This is an optimization exercise on Yosys and OpenROAD, whose aim is small area, a short achievable clock period and few clock cycles per item, not a production implementation. In this exercise RTL edits were held to simulation tests only and were not proved equivalent to the original.

[flow/design.v]
module sb_xor  (input wire a, input wire b, output wire y); assign y = a ^ b;    endmodule
module sb_xnor (input wire a, input wire b, output wire y); assign y = ~(a ^ b); endmodule
module sb_nand (input wire a, input wire b, output wire y); assign y = ~(a & b); endmodule
module sb_nandb (input wire a, input wire b_n, output wire y); assign y = ~(a & ~b_n); endmodule
module sb_mux  (input wire s, input wire a0, input wire a1, output wire y); assign y = s ? a1 : a0; endmodule
module sb_f00001011 (input wire a, input wire b, input wire c, output wire y);
  wire [7:0] t = 8'b11010000;   
  assign y = t[{a, b, c}];
endmodule
module sb_f00010100 (input wire a, input wire b, input wire c, output wire y);
  wire [7:0] t = 8'b00101000;   
  assign y = t[{a, b, c}];
endmodule
module sb_f00110101 (input wire a, input wire b, input wire c, output wire y);
  wire [7:0] t = 8'b10101100;   
  assign y = t[{a, b, c}];
endmodule
module sb_f00110111 (input wire a, input wire b, input wire c, output wire y);
  wire [7:0] t = 8'b11101100;   
  assign y = t[{a, b, c}];
endmodule
module sb_f00111001 (input wire a, input wire b, input wire c, output wire y);
  wire [7:0] t = 8'b10011100;   
  assign y = t[{a, b, c}];
endmodule
module sb_f01000001 (input wire a, input wire b, input wire c, output wire y);
  wire [7:0] t = 8'b10000010;   
  assign y = t[{a, b, c}];
endmodule
module sb_f10101111 (input wire a, input wire b, input wire c, output wire y);
  wire [7:0] t = 8'b11110101;   
  assign y = t[{a, b, c}];
endmodule
module sb_f11011101 (input wire a, input wire b, input wire c, output wire y);
  wire [7:0] t = 8'b10111011;   
  assign y = t[{a, b, c}];
endmodule
module aes_sbox (
  input  wire [7:0] a,
  output wire [7:0] y
);
  wire U0 = a[7], U1 = a[6], U2 = a[5], U3 = a[4];
  wire U4 = a[3], U5 = a[2], U6 = a[1], U7 = a[0];
  wire T1, T2, T3, T4, T5, T6, T7, T8, T9, T10, T11, T12;
  wire T13, T14, T15, T16, T17, T18, T19, T20, T21, T22, T23, T24;
  wire T25, T26, T27, n_M1, n_M2, n_M4, n_M6, n_M7, n_M9, n_M11, n_M12, n_M14;
  wire M13, Q0, Q1, M20, Q2, Q3, Q8, M21, Q4, Q5, M22, Q6;
  wire Q7, Q9, M23, M37p, M37r, M37, M38p, M38r, M38, M39p, M39r, M39;
  wire M40p, M40r, M40, A0, A1, A2, A3, A4, A5, A6, A7, A8;
  wire A9, A10, A11, A12, A13, A14, A15, A16, A17, A18, A19, A20;
  wire A21, A22, A23, A24, A25, A26, A27, A28, A29, n_P0_37, n_P0_38, n_P0_39;
  wire n_P0_40, n_P1_37, n_P1_38, n_P1_39, n_P1_40, n_P2_37, n_P2_38, n_P2_39, n_P2_40, n_P3_37, n_P3_38, n_P3_39;
  wire n_P3_40, n_P4_37, n_P4_38, n_P4_39, n_P4_40, n_P5_37, n_P5_38, n_P5_39, n_P5_40, n_P6_37, n_P6_38, n_P6_39;
  wire n_P6_40, n_P7_37, n_P7_38, n_P7_39, n_P7_40, Z0, W0, Z1, W1, Z2, W2, Z3;
  wire W3, Z4, W4, Z5, W5, Z6, W6, Z7, W7;
  wire Y0, Y1, Y2, Y3, Y4, Y5, Y6, Y7;
  sb_xor g0 (.a(U0), .b(U3), .y(T1));
  sb_xor g1 (.a(U0), .b(U5), .y(T2));
  sb_xor g2 (.a(U0), .b(U6), .y(T3));
  sb_xor g3 (.a(U3), .b(U5), .y(T4));
  sb_xor g4 (.a(U4), .b(U6), .y(T5));
  sb_xor g5 (.a(T1), .b(T5), .y(T6));
  sb_xor g6 (.a(U1), .b(U2), .y(T7));
  sb_xor g7 (.a(U7), .b(T6), .y(T8));
  sb_xor g8 (.a(U7), .b(T7), .y(T9));
  sb_xor g9 (.a(T6), .b(T7), .y(T10));
  sb_xor g10 (.a(U1), .b(U5), .y(T11));
  sb_xor g11 (.a(U2), .b(U5), .y(T12));
  sb_xor g12 (.a(T3), .b(T4), .y(T13));
  sb_xor g13 (.a(T6), .b(T11), .y(T14));
  sb_xor g14 (.a(T5), .b(T11), .y(T15));
  sb_xor g15 (.a(T5), .b(T12), .y(T16));
  sb_xor g16 (.a(T9), .b(T16), .y(T17));
  sb_xor g17 (.a(U3), .b(U7), .y(T18));
  sb_xor g18 (.a(T7), .b(T18), .y(T19));
  sb_xor g19 (.a(T1), .b(T19), .y(T20));
  sb_xor g20 (.a(U6), .b(U7), .y(T21));
  sb_xor g21 (.a(T7), .b(T21), .y(T22));
  sb_xor g22 (.a(T2), .b(T22), .y(T23));
  sb_xor g23 (.a(T2), .b(T10), .y(T24));
  sb_xor g24 (.a(T20), .b(T17), .y(T25));
  sb_xor g25 (.a(T3), .b(T16), .y(T26));
  sb_xor g26 (.a(T1), .b(T12), .y(T27));
  sb_nand g27 (.a(T13), .b(T6), .y(n_M1));
  sb_nand g28 (.a(T23), .b(T8), .y(n_M2));
  sb_nand g29 (.a(T19), .b(U7), .y(n_M4));
  sb_nand g30 (.a(T3), .b(T16), .y(n_M6));
  sb_nand g31 (.a(T22), .b(T9), .y(n_M7));
  sb_nand g32 (.a(T20), .b(T17), .y(n_M9));
  sb_nand g33 (.a(T1), .b(T15), .y(n_M11));
  sb_nand g34 (.a(T4), .b(T27), .y(n_M12));
  sb_nand g35 (.a(T2), .b(T10), .y(n_M14));
  sb_xor g36 (.a(n_M12), .b(n_M11), .y(M13));
  sb_xnor g37 (.a(T14), .b(n_M1), .y(Q0));
  sb_xnor g38 (.a(n_M2), .b(M13), .y(Q1));
  sb_xor g39 (.a(Q0), .b(Q1), .y(M20));
  sb_xor g40 (.a(n_M4), .b(n_M1), .y(Q2));
  sb_xnor g41 (.a(Q2), .b(n_M14), .y(Q3));
  sb_xnor g42 (.a(n_M11), .b(T24), .y(Q8));
  sb_xor g43 (.a(Q3), .b(Q8), .y(M21));
  sb_xnor g44 (.a(T26), .b(n_M6), .y(Q4));
  sb_xnor g45 (.a(n_M7), .b(M13), .y(Q5));
  sb_xor g46 (.a(Q4), .b(Q5), .y(M22));
  sb_xor g47 (.a(n_M6), .b(n_M11), .y(Q6));
  sb_xor g48 (.a(Q6), .b(T25), .y(Q7));
  sb_xor g49 (.a(n_M9), .b(n_M14), .y(Q9));
  sb_xor g50 (.a(Q7), .b(Q9), .y(M23));
  sb_f00110111 g51 (.a(M20), .b(M21), .c(M22), .y(M37p));
  sb_f00001011 g52 (.a(M20), .b(M21), .c(M22), .y(M37r));
  sb_mux g53 (.s(M23), .a0(M37p), .a1(M37r), .y(M37));
  sb_f00111001 g54 (.a(M20), .b(M21), .c(M22), .y(M38p));
  sb_f00110101 g55 (.a(M20), .b(M21), .c(M22), .y(M38r));
  sb_mux g56 (.s(M23), .a0(M38p), .a1(M38r), .y(M38));
  sb_f00010100 g57 (.a(M20), .b(M21), .c(M22), .y(M39p));
  sb_f11011101 g58 (.a(M20), .b(M21), .c(M22), .y(M39r));
  sb_mux g59 (.s(M23), .a0(M39p), .a1(M39r), .y(M39));
  sb_f01000001 g60 (.a(M20), .b(M21), .c(M22), .y(M40p));
  sb_f10101111 g61 (.a(M20), .b(M21), .c(M22), .y(M40r));
  sb_mux g62 (.s(M23), .a0(M40p), .a1(M40r), .y(M40));
  sb_xor g63 (.a(T4), .b(T11), .y(A0));
  sb_xor g64 (.a(T14), .b(T24), .y(A1));
  sb_xor g65 (.a(T25), .b(A0), .y(A2));
  sb_xor g66 (.a(T8), .b(A0), .y(A3));
  sb_xor g67 (.a(U1), .b(T8), .y(A4));
  sb_xor g68 (.a(T26), .b(A3), .y(A5));
  sb_xor g69 (.a(T14), .b(T22), .y(A6));
  sb_xor g70 (.a(U4), .b(T23), .y(A7));
  sb_xor g71 (.a(T25), .b(A6), .y(A8));
  sb_xor g72 (.a(T9), .b(A3), .y(A9));
  sb_xor g73 (.a(A7), .b(A8), .y(A10));
  sb_xor g74 (.a(T19), .b(T21), .y(A11));
  sb_xor g75 (.a(T27), .b(A7), .y(A12));
  sb_xor g76 (.a(T21), .b(A5), .y(A13));
  sb_xor g77 (.a(T5), .b(A4), .y(A14));
  sb_xor g78 (.a(A5), .b(A6), .y(A15));
  sb_xor g79 (.a(T26), .b(A14), .y(A16));
  sb_xor g80 (.a(U1), .b(A5), .y(A17));
  sb_xor g81 (.a(T10), .b(A11), .y(A18));
  sb_xor g82 (.a(A7), .b(A9), .y(A19));
  sb_xor g83 (.a(T17), .b(A0), .y(A20));
  sb_xor g84 (.a(T4), .b(T9), .y(A21));
  sb_xor g85 (.a(A18), .b(A20), .y(A22));
  sb_xor g86 (.a(T13), .b(A11), .y(A23));
  sb_xor g87 (.a(A18), .b(A21), .y(A24));
  sb_xor g88 (.a(T15), .b(T24), .y(A25));
  sb_xor g89 (.a(T12), .b(A9), .y(A26));
  sb_xor g90 (.a(T23), .b(A6), .y(A27));
  sb_xor g91 (.a(U0), .b(A0), .y(A28));
  sb_xor g92 (.a(T11), .b(T26), .y(A29));
  sb_nand g93 (.a(M37), .b(A0), .y(n_P0_37));
  sb_nand g94 (.a(M38), .b(A7), .y(n_P0_38));
  sb_nand g95 (.a(M39), .b(A29), .y(n_P0_39));
  sb_nand g96 (.a(M40), .b(A14), .y(n_P0_40));
  sb_nand g97 (.a(M37), .b(T24), .y(n_P1_37));
  sb_nand g98 (.a(M38), .b(A1), .y(n_P1_38));
  sb_nand g99 (.a(M39), .b(A11), .y(n_P1_39));
  sb_nand g100 (.a(M40), .b(A28), .y(n_P1_40));
  sb_nand g101 (.a(M37), .b(A6), .y(n_P2_37));
  sb_nand g102 (.a(M38), .b(A10), .y(n_P2_38));
  sb_nand g103 (.a(M39), .b(A19), .y(n_P2_39));
  sb_nand g104 (.a(M40), .b(A23), .y(n_P2_40));
  sb_nand g105 (.a(M37), .b(A9), .y(n_P3_37));
  sb_nand g106 (.a(M38), .b(A12), .y(n_P3_38));
  sb_nand g107 (.a(M39), .b(A18), .y(n_P3_39));
  sb_nand g108 (.a(M40), .b(A13), .y(n_P3_40));
  sb_nand g109 (.a(M37), .b(A3), .y(n_P4_37));
  sb_nand g110 (.a(M38), .b(A21), .y(n_P4_38));
  sb_nand g111 (.a(M39), .b(A8), .y(n_P4_39));
  sb_nand g112 (.a(M40), .b(A2), .y(n_P4_40));
  sb_nand g113 (.a(M37), .b(A16), .y(n_P5_37));
  sb_nand g114 (.a(M38), .b(A22), .y(n_P5_38));
  sb_nand g115 (.a(M39), .b(A15), .y(n_P5_39));
  sb_nand g116 (.a(M40), .b(A17), .y(n_P5_40));
  sb_nand g117 (.a(M37), .b(A24), .y(n_P6_37));
  sb_nand g118 (.a(M38), .b(A15), .y(n_P6_38));
  sb_nand g119 (.a(M39), .b(A25), .y(n_P6_39));
  sb_nand g120 (.a(M40), .b(A27), .y(n_P6_40));
  sb_nand g121 (.a(M37), .b(A5), .y(n_P7_37));
  sb_nand g122 (.a(M38), .b(A4), .y(n_P7_38));
  sb_nand g123 (.a(M39), .b(A20), .y(n_P7_39));
  sb_nand g124 (.a(M40), .b(A26), .y(n_P7_40));
  sb_xor g125 (.a(n_P0_37), .b(n_P0_38), .y(Z0));
  sb_xor g126 (.a(n_P0_39), .b(n_P0_40), .y(W0));
  sb_xor g127 (.a(Z0), .b(W0), .y(Y0));
  sb_xor g128 (.a(n_P1_37), .b(n_P1_38), .y(Z1));
  sb_xor g129 (.a(n_P1_39), .b(n_P1_40), .y(W1));
  sb_xnor g130 (.a(Z1), .b(W1), .y(Y1));
  sb_xor g131 (.a(n_P2_37), .b(n_P2_38), .y(Z2));
  sb_xor g132 (.a(n_P2_39), .b(n_P2_40), .y(W2));
  sb_xnor g133 (.a(Z2), .b(W2), .y(Y2));
  sb_xor g134 (.a(n_P3_37), .b(n_P3_38), .y(Z3));
  sb_xor g135 (.a(n_P3_39), .b(n_P3_40), .y(W3));
  sb_xor g136 (.a(Z3), .b(W3), .y(Y3));
  sb_xor g137 (.a(n_P4_37), .b(n_P4_38), .y(Z4));
  sb_xor g138 (.a(n_P4_39), .b(n_P4_40), .y(W4));
  sb_xor g139 (.a(Z4), .b(W4), .y(Y4));
  sb_xor g140 (.a(n_P5_37), .b(n_P5_38), .y(Z5));
  sb_xor g141 (.a(n_P5_39), .b(n_P5_40), .y(W5));
  sb_xor g142 (.a(Z5), .b(W5), .y(Y5));
  sb_xor g143 (.a(n_P6_37), .b(n_P6_38), .y(Z6));
  sb_xor g144 (.a(n_P6_39), .b(n_P6_40), .y(W6));
  sb_xnor g145 (.a(Z6), .b(W6), .y(Y6));
  sb_xor g146 (.a(n_P7_37), .b(n_P7_38), .y(Z7));
  sb_xor g147 (.a(n_P7_39), .b(n_P7_40), .y(W7));
  sb_xnor g148 (.a(Z7), .b(W7), .y(Y7));
  assign y = {Y0, Y1, Y2, Y3, Y4, Y5, Y6, Y7};
endmodule
module aes_sbox_d (
  input  wire [7:0] a,
  output wire [7:0] y,
  output wire [7:0] y2
);
  wire U0 = a[7], U1 = a[6], U2 = a[5], U3 = a[4];
  wire U4 = a[3], U5 = a[2], U6 = a[1], U7 = a[0];
  wire T1, T2, T3, T4, T5, T6, T7, T8, T9, T10, T11, T12;
  wire T13, T14, T15, T16, T17, T18, T19, T20, T21, T22, T23, T24;
  wire T25, T26, T27, n_M1, n_M2, n_M4, n_M6, n_M7, n_M9, n_M11, n_M12, n_M14;
  wire M13, Q0, Q1, M20, Q2, Q3, Q8, M21, Q4, Q5, M22, Q6;
  wire Q7, Q9, M23, M37p, M37r, M37, M38p, M38r, M38, M39p, M39r, M39;
  wire M40p, M40r, M40, A0, A1, A2, A3, A4, A5, A6, A7, A8;
  wire A9, A10, A11, A12, A13, A14, A15, A16, A17, A18, A19, A20;
  wire A21, A22, A23, A24, A25, A26, A27, A28, A29, n_P0_37, n_P0_38, n_P0_39;
  wire n_P0_40, n_P1_37, n_P1_38, n_P1_39, n_P1_40, n_P2_37, n_P2_38, n_P2_39, n_P2_40, n_P3_37, n_P3_38, n_P3_39;
  wire n_P3_40, n_P4_37, n_P4_38, n_P4_39, n_P4_40, n_P5_37, n_P5_38, n_P5_39, n_P5_40, n_P6_37, n_P6_38, n_P6_39;
  wire n_P6_40, n_P7_37, n_P7_38, n_P7_39, n_P7_40, Z0, W0, Z1, W1, Z2, W2, Z3;
  wire W3, Z4, W4, Z5, W5, Z6, W6, Z7, W7;
  wire Y0, Y1, Y2, Y3, Y4, Y5, Y6, Y7;
  sb_xor g0 (.a(U0), .b(U3), .y(T1));
  sb_xor g1 (.a(U0), .b(U5), .y(T2));
  sb_xor g2 (.a(U0), .b(U6), .y(T3));
  sb_xor g3 (.a(U3), .b(U5), .y(T4));
  sb_xor g4 (.a(U4), .b(U6), .y(T5));
  sb_xor g5 (.a(T1), .b(T5), .y(T6));
  sb_xor g6 (.a(U1), .b(U2), .y(T7));
  sb_xor g7 (.a(U7), .b(T6), .y(T8));
  sb_xor g8 (.a(U7), .b(T7), .y(T9));
  sb_xor g9 (.a(T6), .b(T7), .y(T10));
  sb_xor g10 (.a(U1), .b(U5), .y(T11));
  sb_xor g11 (.a(U2), .b(U5), .y(T12));
  sb_xor g12 (.a(T3), .b(T4), .y(T13));
  sb_xor g13 (.a(T6), .b(T11), .y(T14));
  sb_xor g14 (.a(T5), .b(T11), .y(T15));
  sb_xor g15 (.a(T5), .b(T12), .y(T16));
  sb_xor g16 (.a(T9), .b(T16), .y(T17));
  sb_xor g17 (.a(U3), .b(U7), .y(T18));
  sb_xor g18 (.a(T7), .b(T18), .y(T19));
  sb_xor g19 (.a(T1), .b(T19), .y(T20));
  sb_xor g20 (.a(U6), .b(U7), .y(T21));
  sb_xor g21 (.a(T7), .b(T21), .y(T22));
  sb_xor g22 (.a(T2), .b(T22), .y(T23));
  sb_xor g23 (.a(T2), .b(T10), .y(T24));
  sb_xor g24 (.a(T20), .b(T17), .y(T25));
  sb_xor g25 (.a(T3), .b(T16), .y(T26));
  sb_xor g26 (.a(T1), .b(T12), .y(T27));
  sb_nand g27 (.a(T13), .b(T6), .y(n_M1));
  sb_nand g28 (.a(T23), .b(T8), .y(n_M2));
  sb_nand g29 (.a(T19), .b(U7), .y(n_M4));
  sb_nand g30 (.a(T3), .b(T16), .y(n_M6));
  sb_nand g31 (.a(T22), .b(T9), .y(n_M7));
  sb_nand g32 (.a(T20), .b(T17), .y(n_M9));
  sb_nand g33 (.a(T1), .b(T15), .y(n_M11));
  sb_nand g34 (.a(T4), .b(T27), .y(n_M12));
  sb_nand g35 (.a(T2), .b(T10), .y(n_M14));
  sb_xor g36 (.a(n_M12), .b(n_M11), .y(M13));
  sb_xnor g37 (.a(T14), .b(n_M1), .y(Q0));
  sb_xnor g38 (.a(n_M2), .b(M13), .y(Q1));
  sb_xor g39 (.a(Q0), .b(Q1), .y(M20));
  sb_xor g40 (.a(n_M4), .b(n_M1), .y(Q2));
  sb_xnor g41 (.a(Q2), .b(n_M14), .y(Q3));
  sb_xnor g42 (.a(n_M11), .b(T24), .y(Q8));
  sb_xor g43 (.a(Q3), .b(Q8), .y(M21));
  sb_xnor g44 (.a(T26), .b(n_M6), .y(Q4));
  sb_xnor g45 (.a(n_M7), .b(M13), .y(Q5));
  sb_xor g46 (.a(Q4), .b(Q5), .y(M22));
  sb_xor g47 (.a(n_M6), .b(n_M11), .y(Q6));
  sb_xor g48 (.a(Q6), .b(T25), .y(Q7));
  sb_xor g49 (.a(n_M9), .b(n_M14), .y(Q9));
  sb_xor g50 (.a(Q7), .b(Q9), .y(M23));
  sb_f00110111 g51 (.a(M20), .b(M21), .c(M22), .y(M37p));
  sb_f00001011 g52 (.a(M20), .b(M21), .c(M22), .y(M37r));
  sb_mux g53 (.s(M23), .a0(M37p), .a1(M37r), .y(M37));
  sb_f00111001 g54 (.a(M20), .b(M21), .c(M22), .y(M38p));
  sb_f00110101 g55 (.a(M20), .b(M21), .c(M22), .y(M38r));
  sb_mux g56 (.s(M23), .a0(M38p), .a1(M38r), .y(M38));
  sb_f00010100 g57 (.a(M20), .b(M21), .c(M22), .y(M39p));
  sb_f11011101 g58 (.a(M20), .b(M21), .c(M22), .y(M39r));
  sb_mux g59 (.s(M23), .a0(M39p), .a1(M39r), .y(M39));
  sb_f01000001 g60 (.a(M20), .b(M21), .c(M22), .y(M40p));
  sb_f10101111 g61 (.a(M20), .b(M21), .c(M22), .y(M40r));
  sb_mux g62 (.s(M23), .a0(M40p), .a1(M40r), .y(M40));
  sb_xor g63 (.a(T4), .b(T11), .y(A0));
  sb_xor g64 (.a(T14), .b(T24), .y(A1));
  sb_xor g65 (.a(T25), .b(A0), .y(A2));
  sb_xor g66 (.a(T8), .b(A0), .y(A3));
  sb_xor g67 (.a(U1), .b(T8), .y(A4));
  sb_xor g68 (.a(T26), .b(A3), .y(A5));
  sb_xor g69 (.a(T14), .b(T22), .y(A6));
  sb_xor g70 (.a(U4), .b(T23), .y(A7));
  sb_xor g71 (.a(T25), .b(A6), .y(A8));
  sb_xor g72 (.a(T9), .b(A3), .y(A9));
  sb_xor g73 (.a(A7), .b(A8), .y(A10));
  sb_xor g74 (.a(T19), .b(T21), .y(A11));
  sb_xor g75 (.a(T27), .b(A7), .y(A12));
  sb_xor g76 (.a(T21), .b(A5), .y(A13));
  sb_xor g77 (.a(T5), .b(A4), .y(A14));
  sb_xor g78 (.a(A5), .b(A6), .y(A15));
  sb_xor g79 (.a(T26), .b(A14), .y(A16));
  sb_xor g80 (.a(U1), .b(A5), .y(A17));
  sb_xor g81 (.a(T10), .b(A11), .y(A18));
  sb_xor g82 (.a(A7), .b(A9), .y(A19));
  sb_xor g83 (.a(T17), .b(A0), .y(A20));
  sb_xor g84 (.a(T4), .b(T9), .y(A21));
  sb_xor g85 (.a(A18), .b(A20), .y(A22));
  sb_xor g86 (.a(T13), .b(A11), .y(A23));
  sb_xor g87 (.a(A18), .b(A21), .y(A24));
  sb_xor g88 (.a(T15), .b(T24), .y(A25));
  sb_xor g89 (.a(T12), .b(A9), .y(A26));
  sb_xor g90 (.a(T23), .b(A6), .y(A27));
  sb_xor g91 (.a(U0), .b(A0), .y(A28));
  sb_xor g92 (.a(T11), .b(T26), .y(A29));
  sb_nand g93 (.a(M37), .b(A0), .y(n_P0_37));
  sb_nand g94 (.a(M38), .b(A7), .y(n_P0_38));
  sb_nand g95 (.a(M39), .b(A29), .y(n_P0_39));
  sb_nand g96 (.a(M40), .b(A14), .y(n_P0_40));
  sb_nand g97 (.a(M37), .b(T24), .y(n_P1_37));
  sb_nand g98 (.a(M38), .b(A1), .y(n_P1_38));
  sb_nand g99 (.a(M39), .b(A11), .y(n_P1_39));
  sb_nand g100 (.a(M40), .b(A28), .y(n_P1_40));
  sb_nand g101 (.a(M37), .b(A6), .y(n_P2_37));
  sb_nand g102 (.a(M38), .b(A10), .y(n_P2_38));
  sb_nand g103 (.a(M39), .b(A19), .y(n_P2_39));
  sb_nand g104 (.a(M40), .b(A23), .y(n_P2_40));
  sb_nand g105 (.a(M37), .b(A9), .y(n_P3_37));
  sb_nand g106 (.a(M38), .b(A12), .y(n_P3_38));
  sb_nand g107 (.a(M39), .b(A18), .y(n_P3_39));
  sb_nand g108 (.a(M40), .b(A13), .y(n_P3_40));
  sb_nand g109 (.a(M37), .b(A3), .y(n_P4_37));
  sb_nand g110 (.a(M38), .b(A21), .y(n_P4_38));
  sb_nand g111 (.a(M39), .b(A8), .y(n_P4_39));
  sb_nand g112 (.a(M40), .b(A2), .y(n_P4_40));
  sb_nand g113 (.a(M37), .b(A16), .y(n_P5_37));
  sb_nand g114 (.a(M38), .b(A22), .y(n_P5_38));
  sb_nand g115 (.a(M39), .b(A15), .y(n_P5_39));
  sb_nand g116 (.a(M40), .b(A17), .y(n_P5_40));
  sb_nand g117 (.a(M37), .b(A24), .y(n_P6_37));
  sb_nand g118 (.a(M38), .b(A15), .y(n_P6_38));
  sb_nand g119 (.a(M39), .b(A25), .y(n_P6_39));
  sb_nand g120 (.a(M40), .b(A27), .y(n_P6_40));
  sb_nand g121 (.a(M37), .b(A5), .y(n_P7_37));
  sb_nand g122 (.a(M38), .b(A4), .y(n_P7_38));
  sb_nand g123 (.a(M39), .b(A20), .y(n_P7_39));
  sb_nand g124 (.a(M40), .b(A26), .y(n_P7_40));
  sb_xor g125 (.a(n_P0_37), .b(n_P0_38), .y(Z0));
  sb_xor g126 (.a(n_P0_39), .b(n_P0_40), .y(W0));
  sb_xor g127 (.a(Z0), .b(W0), .y(Y0));
  sb_xor g128 (.a(n_P1_37), .b(n_P1_38), .y(Z1));
  sb_xor g129 (.a(n_P1_39), .b(n_P1_40), .y(W1));
  sb_xnor g130 (.a(Z1), .b(W1), .y(Y1));
  sb_xor g131 (.a(n_P2_37), .b(n_P2_38), .y(Z2));
  sb_xor g132 (.a(n_P2_39), .b(n_P2_40), .y(W2));
  sb_xnor g133 (.a(Z2), .b(W2), .y(Y2));
  sb_xor g134 (.a(n_P3_37), .b(n_P3_38), .y(Z3));
  sb_xor g135 (.a(n_P3_39), .b(n_P3_40), .y(W3));
  sb_xor g136 (.a(Z3), .b(W3), .y(Y3));
  sb_xor g137 (.a(n_P4_37), .b(n_P4_38), .y(Z4));
  sb_xor g138 (.a(n_P4_39), .b(n_P4_40), .y(W4));
  sb_xor g139 (.a(Z4), .b(W4), .y(Y4));
  sb_xor g140 (.a(n_P5_37), .b(n_P5_38), .y(Z5));
  sb_xor g141 (.a(n_P5_39), .b(n_P5_40), .y(W5));
  sb_xor g142 (.a(Z5), .b(W5), .y(Y5));
  sb_xor g143 (.a(n_P6_37), .b(n_P6_38), .y(Z6));
  sb_xor g144 (.a(n_P6_39), .b(n_P6_40), .y(W6));
  sb_xnor g145 (.a(Z6), .b(W6), .y(Y6));
  sb_xor g146 (.a(n_P7_37), .b(n_P7_38), .y(Z7));
  sb_xor g147 (.a(n_P7_39), .b(n_P7_40), .y(W7));
  sb_xnor g148 (.a(Z7), .b(W7), .y(Y7));
  assign y = {Y0, Y1, Y2, Y3, Y4, Y5, Y6, Y7};
  wire R0, R1, R2, R3, R4, R5, R6, R7;
  sb_xor d127 (.a(Z0), .b(W0), .y(R0));
  sb_xnor d130 (.a(Z1), .b(W1), .y(R1));
  sb_xnor d133 (.a(Z2), .b(W2), .y(R2));
  sb_xor d136 (.a(Z3), .b(W3), .y(R3));
  sb_xor d139 (.a(Z4), .b(W4), .y(R4));
  sb_xor d142 (.a(Z5), .b(W5), .y(R5));
  sb_xnor d145 (.a(Z6), .b(W6), .y(R6));
  sb_xnor d148 (.a(Z7), .b(W7), .y(R7));
  assign y2 = {R0, R1, R2, R3, R4, R5, R6, R7};
endmodule
module aes_round (
  input  wire [127:0] st,
  input  wire [127:0] rk,
  input  wire [7:0]   rcon,
  input  wire [31:0]  sw,
  input  wire [31:0]  ks_in,
  output wire [127:0] sr,
  output wire [127:0] mc,
  output wire [127:0] next_rk,
  output wire [31:0]  sw_next
);
  genvar i, j;
  wire [31:0] w0 = rk[127:96];
  wire [31:0] w1 = rk[95:64];
  wire [31:0] w2 = rk[63:32];
  wire [31:0] w3 = rk[31:0];
  wire [31:0] p0  = w0 ^ {rcon, 24'h0};
  wire [31:0] p1  = p0 ^ w1;
  wire [31:0] p2  = p0 ^ (w1 ^ w2);
  wire [31:0] p3  = (p0 ^ w1) ^ (w2 ^ w3);
  wire [127:0] kp = {p0, p1, p2, p3};
  generate
    for (i = 0; i < 128; i = i + 1) begin : g_ks
      sb_xor xk (.a(kp[i]), .b(sw[i % 32]), .y(next_rk[i]));
    end
  endgenerate
  aes_sbox ks0 (.a(ks_in[23:16]), .y(sw_next[31:24]));
  aes_sbox ks1 (.a(ks_in[15:8]),  .y(sw_next[23:16]));
  aes_sbox ks2 (.a(ks_in[7:0]),   .y(sw_next[15:8]));
  aes_sbox ks3 (.a(ks_in[31:24]), .y(sw_next[7:0]));
  wire [7:0]   sb [0:15];
  wire [127:0] srm;
  generate
    for (i = 0; i < 16; i = i + 1) begin : g_sub
      aes_sbox sbx (.a(st[127 - 8*i -: 8]), .y(sb[i]));
      assign srm[127 - 8*i -: 8] = sb[(i % 4) + 4 * (((i / 4) + (i % 4)) % 4)];
    end
  endgenerate
  assign sr = srm;
  genvar k, b;
  generate
    for (i = 0; i < 4; i = i + 1) begin : g_mix
      wire [31:0] a = srm[127 - 32*i -: 32];
      wire [31:0] d;                           
      wire [31:0] t;                           
      wire [31:0] x;                           
      wire [31:0] o;                           
      for (k = 0; k < 4; k = k + 1) begin : g_byte
        for (b = 0; b < 8; b = b + 1) begin : g_bit
          sb_xor xd (.a(a[8*(3-k) + b]), .b(a[8*(3-(k+1)%4) + b]), .y(d[8*(3-k) + b]));
          sb_xor xt (.a(a[8*(3-(k+1)%4) + b]), .b(d[8*(3-(k+2)%4) + b]), .y(t[8*(3-k) + b]));
          if (b == 0) begin : g_x0
            assign x[8*(3-k)] = d[8*(3-k) + 7];
          end else if (b == 1 || b == 3 || b == 4) begin : g_xr
            sb_xor xr (.a(d[8*(3-k) + b - 1]), .b(d[8*(3-k) + 7]), .y(x[8*(3-k) + b]));
          end else begin : g_xs
            assign x[8*(3-k) + b] = d[8*(3-k) + b - 1];
          end
          sb_xor xo (.a(x[8*(3-k) + b]), .b(t[8*(3-k) + b]), .y(o[8*(3-k) + b]));
        end
      end
      assign mc[127 - 32*i -: 32] = o;
    end
  endgenerate
endmodule
module kx_sel (
  input  wire [127:0] k,
  input  wire [127:0] v,
  input  wire         s0,      
  input  wire         s1,      
  input  wire         s2,      
  output wire [127:0] y_n
);
  wire [127:0] d1 = {v[126:0], 1'b0} ^ (v[127] ? 128'h87 : 128'h0);
  wire [127:0] d2 = {d1[126:0], 1'b0} ^ (d1[127] ? 128'h87 : 128'h0);
  assign y_n = ~(({128{s0}} & k) | ({128{s1}} & d1) | ({128{s2}} & d2));
endmodule
module st_next (
  input  wire         g,
  input  wire [127:0] m,
  input  wire [127:0] b_n,
  input  wire         r,
  input  wire [127:0] s,
  input  wire [127:0] e,
  output wire [127:0] y
);
  wire [127:0] a, j, h, nm;
  genvar i;
  generate
    for (i = 0; i < 128; i = i + 1) begin : g_bit
      sb_nand ga (.a(r), .b(s[i]), .y(a[i]));           
      sb_xnor xj (.a(a[i]), .b(e[i]), .y(j[i]));        
      sb_xnor xh (.a(b_n[i]), .b(j[i]), .y(h[i]));      
      sb_nand gm (.a(g), .b(m[i]), .y(nm[i]));          
      sb_xnor xy (.a(nm[i]), .b(h[i]), .y(y[i]));       
    end
  endgenerate
endmodule
module is_zero16 (
  input  wire [15:0] a,
  output wire        z
);
  assign z = ~|a;
endmodule
module sx_tag_engine (
  input  wire         clk,
  input  wire         rst,         
  input  wire         start,
  output wire         ready,
  input  wire [127:0] key,
  input  wire [63:0]  uid,
  input  wire [15:0]  acmd,
  input  wire [31:0]  acnt,
  input  wire [15:0]  alen,
  input  wire [63:0]  atag,
  input  wire         in_valid,
  output wire         in_ready,
  input  wire [15:0]  in_data,
  output reg          done,
  output wire [63:0]  tag,
  output wire         match
);
  localparam [1:0] P_IDLE = 2'd0,    
                   P_MSG  = 2'd1,    
                   P_L    = 2'd2,    
                   P_FIN  = 2'd3;    
  reg  [1:0]   ph;
  reg  [127:0] st;         
  reg  [127:0] rk;         
  reg  [127:0] blk;        
  reg  [3:0]   rnd;        
  reg          last;       
  reg  [14:0]  wrem;       
  reg          wodd;       
  reg          wz;         
  reg  [2:0]   wpos;       
  reg          bfull;      
  reg  [7:0] rcon;
  always @(*) begin
    case (rnd)
      4'd1:    rcon = 8'h01;
      4'd2:    rcon = 8'h02;
      4'd3:    rcon = 8'h04;
      4'd4:    rcon = 8'h08;
      4'd5:    rcon = 8'h10;
      4'd6:    rcon = 8'h20;
      4'd7:    rcon = 8'h40;
      4'd8:    rcon = 8'h80;
      4'd9:    rcon = 8'h1b;
      default: rcon = 8'h36;
    endcase
  end
  reg  [31:0]  swr;
  wire [127:0] sr, mc, nrk;
  wire [31:0]  sw_next;
  wire [31:0]  ks_in;
  aes_round u_round (.st(st), .rk(rk), .rcon(rcon), .sw(swr), .ks_in(ks_in),
                     .sr(sr), .mc(mc), .next_rk(nrk), .sw_next(sw_next));
  wire [127:0] hdr  = {uid, acmd, acnt, alen};
  wire         full = (alen[3:0] == 4'd0);   
  wire [127:0] mask = full ? {128{1'b1}} : ~({128{1'b1}} >> (8 * alen[3:0]));
  wire [127:0] pad  = full ? 128'd0 : ({8'h80, 120'd0} >> (8 * alen[3:0]));
  wire   idle     = (ph == P_IDLE);
  wire   go       = idle && start;
  wire   alen0;
  is_zero16 u_alen0 (.a(alen), .z(alen0));
  assign ready    = idle;
  assign in_ready = !idle && !wz && !bfull;
  wire   take     = in_valid && in_ready;
  wire   adv      = !idle && (!last || ph != P_MSG || bfull);
  wire   lastmsg  = last && ph == P_MSG;
  wire   wone     = (wrem == 15'd1 && !wodd) || (wrem == 15'd0 && wodd);
  reg  [1:0]  ph_n;
  reg  [3:0]  rnd_n;
  reg         last_n, bfull_n, wz_n, done_n, wodd_n;
  reg  [2:0]  wpos_n;
  reg  [14:0] wrem_n;
  always @(*) begin
    ph_n = ph; rnd_n = rnd; last_n = last; bfull_n = bfull; wz_n = wz;
    wpos_n = wpos; wrem_n = wrem; wodd_n = wodd; done_n = 1'b0;
    if (go) begin
      rnd_n   = 4'd1;
      last_n  = 1'b0;
      wrem_n  = alen[15:1];
      wodd_n  = alen[0];
      wz_n    = alen0;
      wpos_n  = 3'd0;
      bfull_n = 1'b0;
      ph_n    = alen0 ? P_L : P_MSG;
    end else if (adv) begin
      rnd_n  = last ? 4'd1 : rnd + 4'd1;
      last_n = (rnd == 4'd9);
      if (last) begin
        case (ph)
          P_MSG: begin
            bfull_n = 1'b0;
            if (wz) ph_n = P_L;
          end
          P_L:   ph_n = P_FIN;
          default: begin              
            done_n = 1'b1;
            ph_n   = P_IDLE;
          end
        endcase
      end
    end
    if (take) begin
      wpos_n = wpos + 3'd1;
      if (wrem != 15'd0) wrem_n = wrem - 15'd1;
      else               wodd_n = 1'b0;
      wz_n   = wone;
      if (wpos == 3'd7 || wone) bfull_n = 1'b1;
    end
    if (rst) begin
      ph_n   = P_IDLE;
      done_n = 1'b0;
    end
  end
  wire   idle_n   = (ph_n == P_IDLE);
  wire   adv_n    = !idle_n && (!last_n || ph_n != P_MSG || bfull_n);
  wire   lmsg_n   = adv_n && last_n && ph_n == P_MSG;
  wire   ll_n     = adv_n && last_n && ph_n == P_L;
  reg    use_mc, use_rn, use_s0, use_k1, use_k2, use_kr, use_b, use_hr, hold,
         ld_key, to_l;
  always @(posedge clk) begin
    use_mc <= adv_n && !last_n;
    use_rn <= adv_n && last_n && (ph_n == P_FIN || (ph_n == P_MSG && !wz_n));
    use_s0 <= adv_n && (!last_n || ph_n == P_FIN || (ph_n == P_MSG && !wz_n));
    use_k1 <= ll_n && full;
    use_k2 <= ll_n && !full;
    use_kr <= lmsg_n || ll_n;
    use_b  <= (lmsg_n && !wz_n) || (ll_n && !alen0);
    use_hr <= ll_n && alen0;
    hold   <= !idle_n && !adv_n;
    ld_key <= adv_n && last_n;
    to_l   <= lmsg_n && wz_n;
  end
  wire   use_k    = go || use_kr;
  assign ks_in    = (idle || ld_key) ? key[31:0] : nrk[31:0];
  wire   use_h    = (go && !alen0) || use_hr;
  wire [127:0] kx_n, st_d;
  wire [127:0] blk_x;
  kx_sel u_kx (.k(nrk), .v(blk_x), .s0(use_s0), .s1(use_k1), .s2(use_k2), .y_n(kx_n));
  wire [127:0] early = ({128{use_k}} & key)
                     ^ (({128{use_b}} & blk) | ({128{use_h}} & hdr) | ({128{hold}} & st));
  st_next u_next (.g(use_mc), .m(mc), .b_n(kx_n), .r(use_rn), .s(sr), .e(early), .y(st_d));
  assign tag = st[127:64];
  reg  [7:0] mpart;
  assign match = &mpart;
  wire [127:0] blk_e = ph[1] ? 128'd0 : ((blk & mask) ^ pad);
  wire [127:0] bx1;
  genvar i;
  generate
    for (i = 0; i < 128; i = i + 1) begin : g_bx
      sb_xor xb1 (.a(sr[i]), .b(blk_e[i]), .y(bx1[i]));
      sb_xor xb2 (.a(bx1[i]), .b(nrk[i]), .y(blk_x[i]));
    end
  endgenerate
  always @(posedge clk) begin
    ph    <= ph_n;
    done  <= done_n;
    rnd   <= rnd_n;
    last  <= last_n;
    bfull <= bfull_n;
    wz    <= wz_n;
    wpos  <= wpos_n;
    wrem  <= wrem_n;
    wodd  <= wodd_n;
  end
  integer n;
  always @(posedge clk) begin
    st <= st_d;
    rk <= ({128{go || ld_key}} & key) | ({128{use_mc}} & nrk) | ({128{hold}} & rk);
    swr <= hold ? swr : sw_next;
    if (take)
      blk[127 - 16*wpos -: 16] <= {in_data[7:0], in_data[15:8]};
    else if (to_l)
      blk <= blk_x;
    for (n = 0; n < 8; n = n + 1)
      mpart[n] <= (blk_x[64 + 8*n +: 8] == atag[8*n +: 8]);
  end
endmodule
[flow/standard.sh]
#!/bin/bash
# synth_recipe.tcl (not shown) runs the flow's synth.tcl, then flattens the netlist and writes it again
# the make line also repeats each setting of config.mk as NAME=value (left out here)
make -C /OpenROAD-flow-scripts/flow DESIGN_CONFIG=/design/flow/config.mk WORK_HOME=/design/flow/orfs CLKGATE_MAP_FILE= SYNTH_SCRIPT=/design/flow/synth_recipe.tcl "${@:-finish}"
[flow/flow/run.sh]
#!/bin/bash
# The standard layout (standard.sh), with one change: the port buffers that
# global placement adds are sky130_fd_sc_hd__buf_1 instead of the delay buffer
# buffer_ports picks by itself.  The whole output goes to standard.log here.
set -euo pipefail
export BUFFER_PORTS_ARGS="-buffer_cell sky130_fd_sc_hd__buf_1"
bash standard.sh > standard.log 2>&1
[flow/constraint.sdc]
create_clock -name core_clock -period 8.0 [get_ports {clk}]
set_input_delay 1.6000 -clock core_clock [delete_from_list [all_inputs] [get_ports {clk}]]
set_output_delay 1.6000 -clock core_clock [all_outputs]
set_load 0.01 [all_outputs]
[flow/config.mk]
export PLATFORM = sky130hd
export DESIGN_NAME = sx_tag_engine
export DESIGN_NICKNAME = sx_tag_engine
export VERILOG_FILES = /design/flow/design.v
export SDC_FILE = /design/flow/constraint.sdc
export NUM_CORES = 8
export LEC_CHECK = 0
export CAP_MARGIN = 20
export CELL_PAD_IN_SITES_DETAIL_PLACEMENT = 1
export CORE_MARGIN = 2
export CORE_UTILIZATION = 35
export PLACE_DENSITY = 0.55
export SETUP_SLACK_MARGIN = 2.5
export SLEW_MARGIN = 20
export SYNTH_HIERARCHICAL = 1
export SYNTH_MINIMUM_KEEP_SIZE = 0
==> run notes <==
cell usage after synthesis (14+ instances only):
library cell and n:
nand2b_1 46, nand2_1 1241, a222oi_1 384, mux2_2 37, ha_1 15, dfxtp_1 309, xor2_1 2700, and2_1 137
buf_2 36, xnor2_2 21, nor3_1 14, nor2_1 317, and3_1 18, nor2b_1 28, xnor2_1 734, nand2b_4 20
a21boi_1 20, clkbuf_1 178, xnor3_1 32, inv_1 188, mux2_4 100, nand4_1 22, edfxtp_1 163, a21oi_1 44
buf_4 224, a21o_1 22, a221oi_1 128, buf_1 17, nand3_1 19
metal layers:
| layer | wire length, um | track usage [%] | up-vias |
|---|---|---|---|
| met5 | 92 | 0 | - |
| met4 | 33300 | 30.4 | 14 |
| met3 | 25100 | 6.26 | 973 |
| met2 | 135000 | 49.6 | 3133 |
| met1 | 108000 | 36.4 | 28400 |
| li1 | - | - | 24200 |
cells by family (layout without fill, tap and decap cells):
kind of cell    after synthesis  in the layout  synth area share, %
mux                         138            138                 3.11
other cells                   0             21                    0
compound gates              654            654                 9.64
xor+xnor                   3496           3496                 50.4
fa+ha+maj                    15             15                0.303
simple gates               1906           1906                 13.3
buf+inv                     648            923                 5.38
flops                       472            472                 17.9
area by class of cell:
type                            instances  area share (%)
Timing Repair Buffer                  622            4.61
Inverter                              189           0.992
Sequential cell                       472            15.6
Multi-Input combinational cell       6209            71.7
Antenna cell                           21          0.0735
Tap cell                             2340            4.09
Clock inverter                         28           0.520
Clock buffer                           84            2.41
per-module statistics from Yosys, one instance, submodules excluded, excerpt:
module,area (um^2),cells inside,flops+latches,copies in the design
aes_round,1570,136,0,1
kx_sel,1530,178,0,1
is_zero16,33.8,5,0,1
sb_f00111001,30.0,2,0,20
sb_f00010100,15.0,2,0,20
sb_mux,15.0,1,0,80
sb_f01000001,15.0,2,0,20
sb_f00110101,15.0,1,0,20
sb_f00001011,11.3,2,0,20
sb_xnor,8.76,1,0,584
sb_xor,8.76,1,0,2536
sb_f00110111,7.51,1,0,20
sb_f10101111,6.26,1,0,20
sb_f11011101,6.26,1,0,20
sb_nand,3.75,1,0,1076
how the worst max path moves through the flow:
stage               to  cells past startpoint  slack, ps    start
2_1_floorplan  swr[14]                     22       2450    ph[1]
3_3_place_gp    st[43]                     17       1670  st[111]
3_5_place_dp   st[124]                     17       1620   st[87]
4_1_cts         st[95]                     17       2490   st[10]
5_1_grt          st[2]                     18       2420   st[37]
6_report        st[65]                     18       2580   st[56]
metrics by stage:
step                      std cells  setup WS [ps]  hold WS (ps)  area (um^2)
after floorplan                7329           2450           449        62100
after global placement         9751           1670           465        65200
after detailed placement       9753           1620           483        65300
after CTS                      9881           2490           498        69200
after global routing           9960           2420           524        71500
final                          9965           2580           495        71500
state kept, by name (all words and copies together), names as in the netlist, 3 cells and up:
register	cells
blk	128
swr	32
mpart	8
wpos	3
rnd	4
rk	128
st	128
rcon	8
wrem	15
repair_timing:
item                       in CTS  in global routing
pin swaps                      16                 51
gates resized for setup       233                243
setup buffers                  16                 63
cloned                          0                  0
setup endpoints to repair     236                203
worst max-delay path, delay by kind of cell (launching register included):
| family | cells | cell delay [ps] |
|---|---|---|
| AO/OA/AOI/OAI | 1 | 200 |
| multiplexers | 1 | 320 |
| flip-flops | 1 | 570 |
| AND/OR/NAND/NOR | 3 | 280 |
| buffers and inverters | 1 | 200 |
| XOR/XNOR | 12 | 3720 |
==> metrics.md <==
| Metric | Value |
|---|---|
| Die width | 425 um |
| Fill count | 20,600 |
| Worst slew pin tran | 1240 ps |
| Footprint of the multi-input gates | 51,300 um^2 |
| Final setup TNS | 0 ps |
| Number of cells on the worst hold path | 2 |
| H-tree depth | 2 |
| Most frequent cells in the layout | xor2_1, nand2_1, xnor2_1 |
| Crit path launch type | flop |
| CTS Buffer Depth | 3 |
| Nets@finish | 7,908 |
| Final design utilization | 40.6% |
| Area Overhead vs Synth | 15.3% |
| Hold crit path type | reg -> reg |
| Ys flop type | dfxtp_1 |
| Clock Latency Late Sink | 720 ps |
| Antenna violations before repair | 26 |
| Crit path max-delay cell type | dfxtp_1 |
| WL per Instance | 30.2 um |
| Synth top area cells | xor2_1, xnor2_1, dfxtp_1 |
| Slew Limit Fails | 0 |
| FF+latch area | 11,200 um^2 |
| Critical Path RT | 8590 ps |
| Clock Tree Root | clkbuf_16 |
| EDFF count, synth | 163 |
| Synth Warn # | 8 |
| Num CTS Buffers | 59 |
| Share of cells above drive strength 1 | 13.3% |
| DR vias/cell | 5.70 |
| Min cycle time layout | 5420 ps |
| Num ports | 408 |
| Cells after Synth | 7,329 |
| Critical Path Sink Type | flop |
| RR Startpoint | st[56] |
| Die ar. | 181,000 um^2 |
| Worst r2r path cells | 18 |
| Most common cell after layout, fill and taps aside | xor2_1 |
| Cell Chain, Critical Path | xor2_1, xor2_2, xor2_1, nand2_1, xnor2_1, xor2_2, buf_4, nand2b_4, xnor2_2, mux2_4, nand2_1, xor2_1, xor2_4, xor2_1, xor2_1, a222oi_1, xnor2_1, xnor2_1 |
| RSZ-0062 raised after global routing | true |
| Post-Route WL | 301,000 um |
| Fraction of registers with async set or reset after synthesis | 0% |
| Clock Skews | 34.8 ps |
| Maxcap violations | 0 |
| Syn Nets | 7,684 |
| Clock transition at path regs | 70 ps |
| Status | complete, no violations |
| PortBufs | 407 |
| Routed via count | 56,800 |
| Number of global-route vias before repair | 57,500 |
| Critical path type | reg -> reg |
| Crit-path max cell delay | 570 ps |
| Synth Cell Area | 62,000 um^2 |
| Worst R2R End | st[65] |
| RePlAce Congestion | 1.04 |
| # rows | 154 |
| Count of cell types in the netlist | 84 |
| Core ar. | 176,000 um^2 |
| First-pass GRT wire length | 419,000 um |
| Routed Antenna Nets | 0 |
| Seq/Total Area, Yosys | 17.9% |
| Die Span Y | 425 um |
| Hpwl dp | 228,000 um |
| Share of the synthesized area in the top cell type | 38.1% |
| Initial core utilization | 35.2% |
| Hold Path Sink | rk[25] |
| Worst-path fanout max | 8 |
| Sink Count | 472 |
| Starting DRT DRC Count | 8,025 |
| Slew HR | 17.3% |
| R2r setup slk | 2580 ps |
| Largest net degree at the start of global routing | 151 |
| Largest area contributor in the netlist | xor2_1 |
| Worst hold start | rk[25] |
| Hold buffer count at CTS | 0 |
| Arr. time, crit path | 6010 ps |
| Drt pass-1 iters | 12 |
| Syn Area/Cell | 8.46 um^2 |
| Max Fclk | 0.185 GHz |
| Final setup vio count | 0 |
| CTS tree | done |
| Most common cell on crit path | xor2_1 |
| GRT Total Usage | 31.8% |
| Endpoints failing hold | 0 |
| Flops & latches, synth | 472 |
| Fin crit share | 67.7% |
| GR Overflow Total | 0 |
| DRC | 0 |
Testbench counts, summed over its fixed seeds: cycles 13,264, items 256.

port drivers added, routing unchanged:
The results above use ideal ports. As a check the final layout listed here was re-extracted and re-timed, cells and wires unchanged. Step 1 assumes that a clkbuf_16 drives the clock port and a buf_2 every other input. Step 2 adds t to the input delays and takes it off the output delays; t is the mean of the earliest and latest rising clock arrival at the registers after step 1. Input paths then give back, and output paths get back, about the clock's delay inside the block. Slacks: no drivers / after step 1 / after step 2; pairs: no drivers / after step 1.
t, ns: 0.792
setup slack, ns: 2.581 / 2.581 / 2.236
latest minus earliest clock arrival (ns): 0.037 / 0.037
slew at the worst register clock pin (ns): 0.07 / 0.07
After both steps setup and hold are still met in this run. For this run, drivers alone change the setup slack by 0.000 ns; drivers and shift together by -0.345 ns.
